From an optimization exercise on the open Yosys and OpenROAD flow, aimed at small area and a short achievable clock period; shortcuts taken in it are not production practice.
Where RTL was checked, it was by simulation tests only, not by an equivalence proof against the original.
No driver is modelled on the clock port, so clocking that relies on it looks cheaper here than on a real chip.

## trial 75
// trk_lane_rx
module trk_lane_rx (
    input  wire        clk,
    input  wire        rst,           
    input  wire        blk_valid,
    input  wire [1:0]  blk_sh,        
    input  wire [63:0] blk_pl,        
    input  wire [2:0]  cfg_lane,
    input  wire [1:0]  cfg_step,
    output reg         locked,
    output reg         dat_valid,
    output wire [7:0]  dat_idx,
    output wire [63:0] dat_pl,
    output reg         hdr_valid,
    output reg         hdr_ok,
    output reg  [47:0] hdr_fcnt,
    output reg  [15:0] hdr_claim,
    output reg  [3:0]  hdr_ql,
    output reg  [1:0]  hdr_step,
    output reg  [2:0]  hdr_state,
    output reg  [7:0]  hdr_msg,
    output reg         crc_valid,
    output reg         crc_ok
);
Size: about 970 cells after synthesis, roughly 13000 um2 of cells after synthesis.
Settings: LEC_CHECK=0, CAP_MARGIN=20, CORE_MARGIN=2, CORE_UTILIZATION=40, SLEW_MARGIN=20; clock period 13.5 ns.
standard.sh (not shown) runs the stock make flow with config.mk's settings and CLKGATE_MAP_FILE= SYNTH_SCRIPT=/design/flow/synth_recipe.tcl, a recipe that flattens the netlist after the stock synthesis.
==> flow/flow/run.sh <==
#!/bin/bash
# Layout: the standard ORFS flow (standard.sh) with extra make settings from flow/params.sh:
# a smaller port-buffer cell, timing repair aimed at a tighter setup margin, smaller clock-tree
# clusters, and a two-level clock tree (flow/cts_post.tcl), and a buffer between each output flip-flop and its other loads (flow/resize_pre.tcl).
set -euo pipefail
source flow/params.sh
bash standard.sh "${ARGS[@]}" "POST_CTS_TCL=$PWD/flow/cts_post.tcl" "PRE_RESIZE_TCL=$PWD/flow/resize_pre.tcl" finish > standard_flow.log 2>&1
Other scripts of this flow, unchanged in this note and not shown: flow/flow/cts_post.tcl, flow/flow/params.sh, flow/flow/resize_pre.tcl
## Diff of input files: trial 4 against trial 75
diff --git a/flow/design.v b/flow/design.v
--- a/flow/design.v
+++ b/flow/design.v
@@ -477,17 +477,18 @@
     wire t1_take  = dat_valid || t1_b0 || t1_b1;
     wire se_lost  = t1_take && t1_se && (err == 5'd31);
     wire lk_eff   = lk && !hdr_lost && !se_lost;
     wire is_hdr   = (blk_sh == 2'b01);
     wire is_dat   = (blk_sh == 2'b10);
     wire nb0      = (cnt == 8'd255);     
     wire nb1      = (cnt == 8'd0);       
     wire take     = blk_valid && lk_eff;
-    wire lock_now = blk_valid && !lk_eff && is_hdr && prev_hdr;
+    wire hp       = is_hdr && prev_hdr;
+    wire lock_now = blk_valid && !lk_eff && hp;
     always @(posedge clk) begin
         if (blk_valid) hist <= blk_pl[63:6];
         dreg   <= desc;
         t1_sh  <= is_hdr;
         t1_se  <= (nb0 || nb1) ? !is_hdr : !is_dat;
         t1_ls  <= (desc[30:28] == cfg_lane) && (desc[33:32] == cfg_step);
         hdr_claim <= dreg[23:8];
         hdr_ql    <= dreg[27:24];
@@ -497,18 +498,17 @@
         hdr_ok    <= hdr_good;
         crc_ok    <= (dreg[63:48] == c16);
         if (t1_b0) begin
             z8  <= zin;
             ok0 <= t1_sh && (dreg[7:0] == 8'hB8);
             hdr_fcnt <= dreg[55:8];
         end
         if (dat_valid) c16 <= f16;
-        if (lock_now) cnt <= 8'd1;
-        else if (take) cnt <= cnt + 8'd1;
+        if (blk_valid) cnt <= (!lk_eff && hp) ? 8'd1 : cnt + 8'd1;
         if (lock_now) begin
             win <= 2'd0; err <= 5'd0; bad_prev <= 1'b0; have_prev <= 1'b0;
         end else begin
             if (t1_take) begin
                 if (t1_b1) win <= win + 2'd1;
                 err <= (t1_b1 && win == 2'd3) ? 5'd0 : err + {4'd0, t1_se};
             end
             if (t1_b1) bad_prev <= !hdr_good;
## What came out
- Lower length of the first detailed-routing pass in iterations was reported by trial 75, not trial 4.
- Wire length: trial 4 vs trial 75 — no meaningful difference
- Trial 4 against trial 75.
- Trial 4: share of the clock period used by the worst path 1.0 points above trial 75
- Against trial 75, multi-input combinational cell count in trial 4 rose slightly.
- ~same clock latency at the later pin of the worst-skew pair in trial 75 and trial 4
- The area added between synthesis and finish of trial 75 and that of trial 4 are within noise of each other.
The RTL of trial 4 was laid out without a check of its function.

---

job 104:
Starting RTL as in the previous note.
==> flow/config.mk <==
export PLATFORM = sky130hd
export DESIGN_NAME = trk_lane_rx
export DESIGN_NICKNAME = trk_lane_rx
export VERILOG_FILES = /design/flow/design.v
export SDC_FILE = /design/flow/constraint.sdc
export NUM_CORES = 4
export LEC_CHECK = 0
export CAP_MARGIN = 20
export CORE_MARGIN = 2
export CORE_UTILIZATION = 40
export SLEW_MARGIN = 20
==> flow/constraint.sdc <==
create_clock -name core_clock -period 13.5 [get_ports {clk}]
set_input_delay 2.7000 -clock core_clock [delete_from_list [all_inputs] [get_ports {clk}]]
set_output_delay 2.7000 -clock core_clock [all_outputs]
set_load 0.01 [all_outputs]
==> flow/flow/cts_post.tcl <==
# After CTS: take out the H-tree's branch level, so that the leaf clock
# buffers are driven straight from the root buffer (two buffers from the
# clock port to every flip-flop, all alike).
set block [ord::get_db_block]
set root [$block findInst clkbuf_0_clk]
if {$root != "NULL"} {
  set rootnet [[$root findITerm X] getNet]
  foreach inst [$block getInsts] {
    if {![string match "clkbuf_1_*" [$inst getName]]} { continue }
    set a [$inst findITerm A]
    if {[$a getNet] != $rootnet} { continue }
    set onet [[$inst findITerm X] getNet]
    foreach it [$onet getITerms] {
      if {[$it getInst] == $inst} { continue }
      $it disconnect
      $it connect $rootnet
    }
    puts "cts_post: removed [$inst getName]"
    odb::dbInst_destroy $inst
    odb::dbNet_destroy $onet
  }
  estimate_parasitics -placement
  report_clock_latency
}
==> flow/flow/params.sh <==
ARGS=("BUFFER_PORTS_ARGS=-buffer_cell sky130_fd_sc_hd__buf_2" SETUP_SLACK_MARGIN=9.7 TNS_END_PERCENT=0 CTS_CLUSTER_SIZE=25 CTS_CLUSTER_DIAMETER=100)
==> flow/flow/resize_pre.tcl <==
# Before repair_design: where a flip-flop drives an output port's buffer and
# also other logic, give the other logic a buffer of its own, so the output
# path sees a lightly loaded flip-flop.
set block [ord::get_db_block]
set bufm [[ord::get_db] findMaster sky130_fd_sc_hd__buf_1]
set n 0
foreach bt [$block getBTerms] {
  if {[$bt getIoType] != "OUTPUT"} { continue }
  set pnet [$bt getNet]
  # the port buffer driving the port
  set pbuf ""
  foreach it [$pnet getITerms] { if {[$it isOutputSignal]} { set pbuf [$it getInst] } }
  if {$pbuf == ""} { continue }
  set a [$pbuf findITerm A]
  if {$a == "NULL"} { continue }
  set m [$a getNet]
  set drv ""
  set others {}
  foreach it [$m getITerms] {
    if {[$it isOutputSignal]} { set drv $it } elseif {[$it getInst] != $pbuf} { lappend others $it }
  }
  if {$drv == "" || [llength $others] == 0 || [llength [$m getBTerms]] > 0} { continue }
  set dinst [$drv getInst]
  if {![[$dinst getMaster] isSequential]} { continue }
  set nm "osplit_$n"
  set m2 [odb::dbNet_create $block "${nm}_net"]
  set b [odb::dbInst_create $block $bufm $nm]
  foreach it $others { $it disconnect; $it connect $m2 }
  [$b findITerm A] connect $m
  [$b findITerm X] connect $m2
  set loc [$dinst getLocation]
  $b setLocation [lindex $loc 0] [lindex $loc 1]
  $b setPlacementStatus PLACED
  incr n
}
puts "resize_pre: split $n flip-flop outputs"
Scripts as last shown in full above: flow/flow/run.sh
Job 104 went all the way through the flow, and no timing, DRC or antenna check failed.
Modified inputs, job 105 compared to job 104
--- a/flow/design.v
+++ b/flow/design.v
@@ -27,14 +27,15 @@
     integer k;
     always @* for (k = 0; k < 64; k = k + 1) desc[k] = sbits[58 + k] ^ sbits[19 + k] ^ sbits[k];
     reg        lk;          
     reg        prev_hdr;    
     reg        bad_prev;    
     reg        have_prev;   
     reg  [7:0] cnt;         
+    reg        rl;          
     reg  [1:0] win;         
     reg  [4:0] err;         
     reg [63:0] dreg;        
     reg        t1_b0;       
     reg        t1_b1;       
     reg        t1_sh;       
     reg        t1_ls;       
@@ -475,18 +476,20 @@
     wire hdr_good = ok0 && t1_sh && t1_ls && (dreg[7:0] == 8'h47) && (f8 == z8);
     wire hdr_lost = t1_b1 && bad_prev && !hdr_good;
     wire t1_take  = dat_valid || t1_b0 || t1_b1;
     wire se_lost  = t1_take && t1_se && (err == 5'd31);
     wire lk_eff   = lk && !hdr_lost && !se_lost;
     wire is_hdr   = (blk_sh == 2'b01);
     wire is_dat   = (blk_sh == 2'b10);
-    wire nb0      = (cnt == 8'd255);     
-    wire nb1      = (cnt == 8'd0);       
+    wire nb0      = !rl && (cnt == 8'd255);     
+    wire nb1      = !rl && (cnt == 8'd0);       
     wire take     = blk_valid && lk_eff;
-    wire lock_now = blk_valid && !lk_eff && is_hdr && prev_hdr;
+    wire hp       = is_hdr && prev_hdr;
+    wire lock_now = blk_valid && !lk_eff && hp;
+    wire [7:0] cnt_inc = rl ? 8'd2 : cnt + 8'd1;
     always @(posedge clk) begin
         if (blk_valid) hist <= blk_pl[63:6];
         dreg   <= desc;
         t1_sh  <= is_hdr;
         t1_se  <= (nb0 || nb1) ? !is_hdr : !is_dat;
         t1_ls  <= (desc[30:28] == cfg_lane) && (desc[33:32] == cfg_step);
         hdr_claim <= dreg[23:8];
@@ -498,33 +501,34 @@
         crc_ok    <= (dreg[63:48] == c16);
         if (t1_b0) begin
             z8  <= zin;
             ok0 <= t1_sh && (dreg[7:0] == 8'hB8);
             hdr_fcnt <= dreg[55:8];
         end
         if (dat_valid) c16 <= f16;
-        if (lock_now) cnt <= 8'd1;
-        else if (take) cnt <= cnt + 8'd1;
+        if (blk_valid) cnt <= (!lk && hp) ? 8'd1 : cnt_inc;
+        else if (rl) cnt <= 8'd1;
         if (lock_now) begin
             win <= 2'd0; err <= 5'd0; bad_prev <= 1'b0; have_prev <= 1'b0;
         end else begin
             if (t1_take) begin
                 if (t1_b1) win <= win + 2'd1;
                 err <= (t1_b1 && win == 2'd3) ? 5'd0 : err + {4'd0, t1_se};
             end
             if (t1_b1) bad_prev <= !hdr_good;
-            if (take && cnt == 8'd254) have_prev <= 1'b1;
+            if (dat_valid && cnt == 8'd255) have_prev <= 1'b1;
         end
         if (rst) begin
-            lk <= 1'b0; prev_hdr <= 1'b0; locked <= 1'b0;
+            lk <= 1'b0; prev_hdr <= 1'b0; locked <= 1'b0; rl <= 1'b0;
             dat_valid <= 1'b0; t1_b0 <= 1'b0; t1_b1 <= 1'b0;
             hdr_valid <= 1'b0; crc_valid <= 1'b0;
         end else begin
             if (blk_valid) prev_hdr <= is_hdr;
             lk        <= lk_eff || lock_now;
+            rl        <= lk && !lk_eff && lock_now;
             locked    <= lk_eff;
             dat_valid <= take && !nb0 && !nb1;
             t1_b0     <= take && nb0;
             t1_b1     <= take && nb1;
             hdr_valid <= t1_b1;
             crc_valid <= t1_b1 && hdr_good && have_prev;
         end
==> comparison <==
- As of job 105, summed area of non-filler cells in the final layout had risen slightly compared to job 104.
- Job 105 finished end to end and its layout was clean on timing, DRC and antenna.
- Share of cell area taken by multi-input logic gates for job 105 is lower than for job 104.
- Proportion of cell area occupied by registers across job 104 and job 105: no real change.
- The slew of the pin with the lowest slew margin in job 105 was lower than what job 104 gave.
- Comparing job 105 against job 104, there is no change at all in count of pins over their slew limit.
- The proportion of synthesized chip area in sequential cells of job 104 and that of job 105 are within noise of each other.
- Min hold-critical path depth across job 104 and job 105: job 105
- Simple-gate area share of the yosys netlist up 0.33 points in job 105 wrt job 104
The RTL of job 105 was laid out without a check of its function.

-- separate check: timing with driven ports --
No port has a modelled driver above. Below, the same layouts with a new extraction and two added sets of constraints. Step 1 (the two cells are an assumption about what drives the block):
set clk [get_ports {clk}]
set_driving_cell -lib_cell sky130_fd_sc_hd__clkbuf_16 $clk
set_driving_cell -lib_cell sky130_fd_sc_hd__buf_2 [delete_from_list [all_inputs] $clk]
Step 2 also shifts input and output timing later by t, the mid clock arrival at the registers, as if the neighbouring blocks saw the same clock. Three values: no drivers, after step 1, after step 2; two values: the first two.
| run | t, ns | setup WS [ns] | hold WS [ns] | cell pins on the clock port's net |
|---|---|---|---|---|
| trial 75 | 0.435 | 9.791 / 9.737 / 9.401 | 0.462 / 0.462 / 0.462 | 2 |
| trial 4 | 0.431 | 9.656 / 9.588 / 9.285 | 0.472 / 0.472 / 0.472 | 2 |
| job 104 | 0.505 | 9.719 / 9.670 / 9.395 | 0.462 / 0.462 / 0.462 | 1 |
| job 105 | 0.517 | 9.678 / 9.625 / 9.376 | 0.492 / 0.492 / 0.492 | 1 |
After both steps every run listed still meets setup and hold. The setup slack of trial 75, which loses most, moves by -0.054 ns with the drivers and by -0.390 ns with both steps.
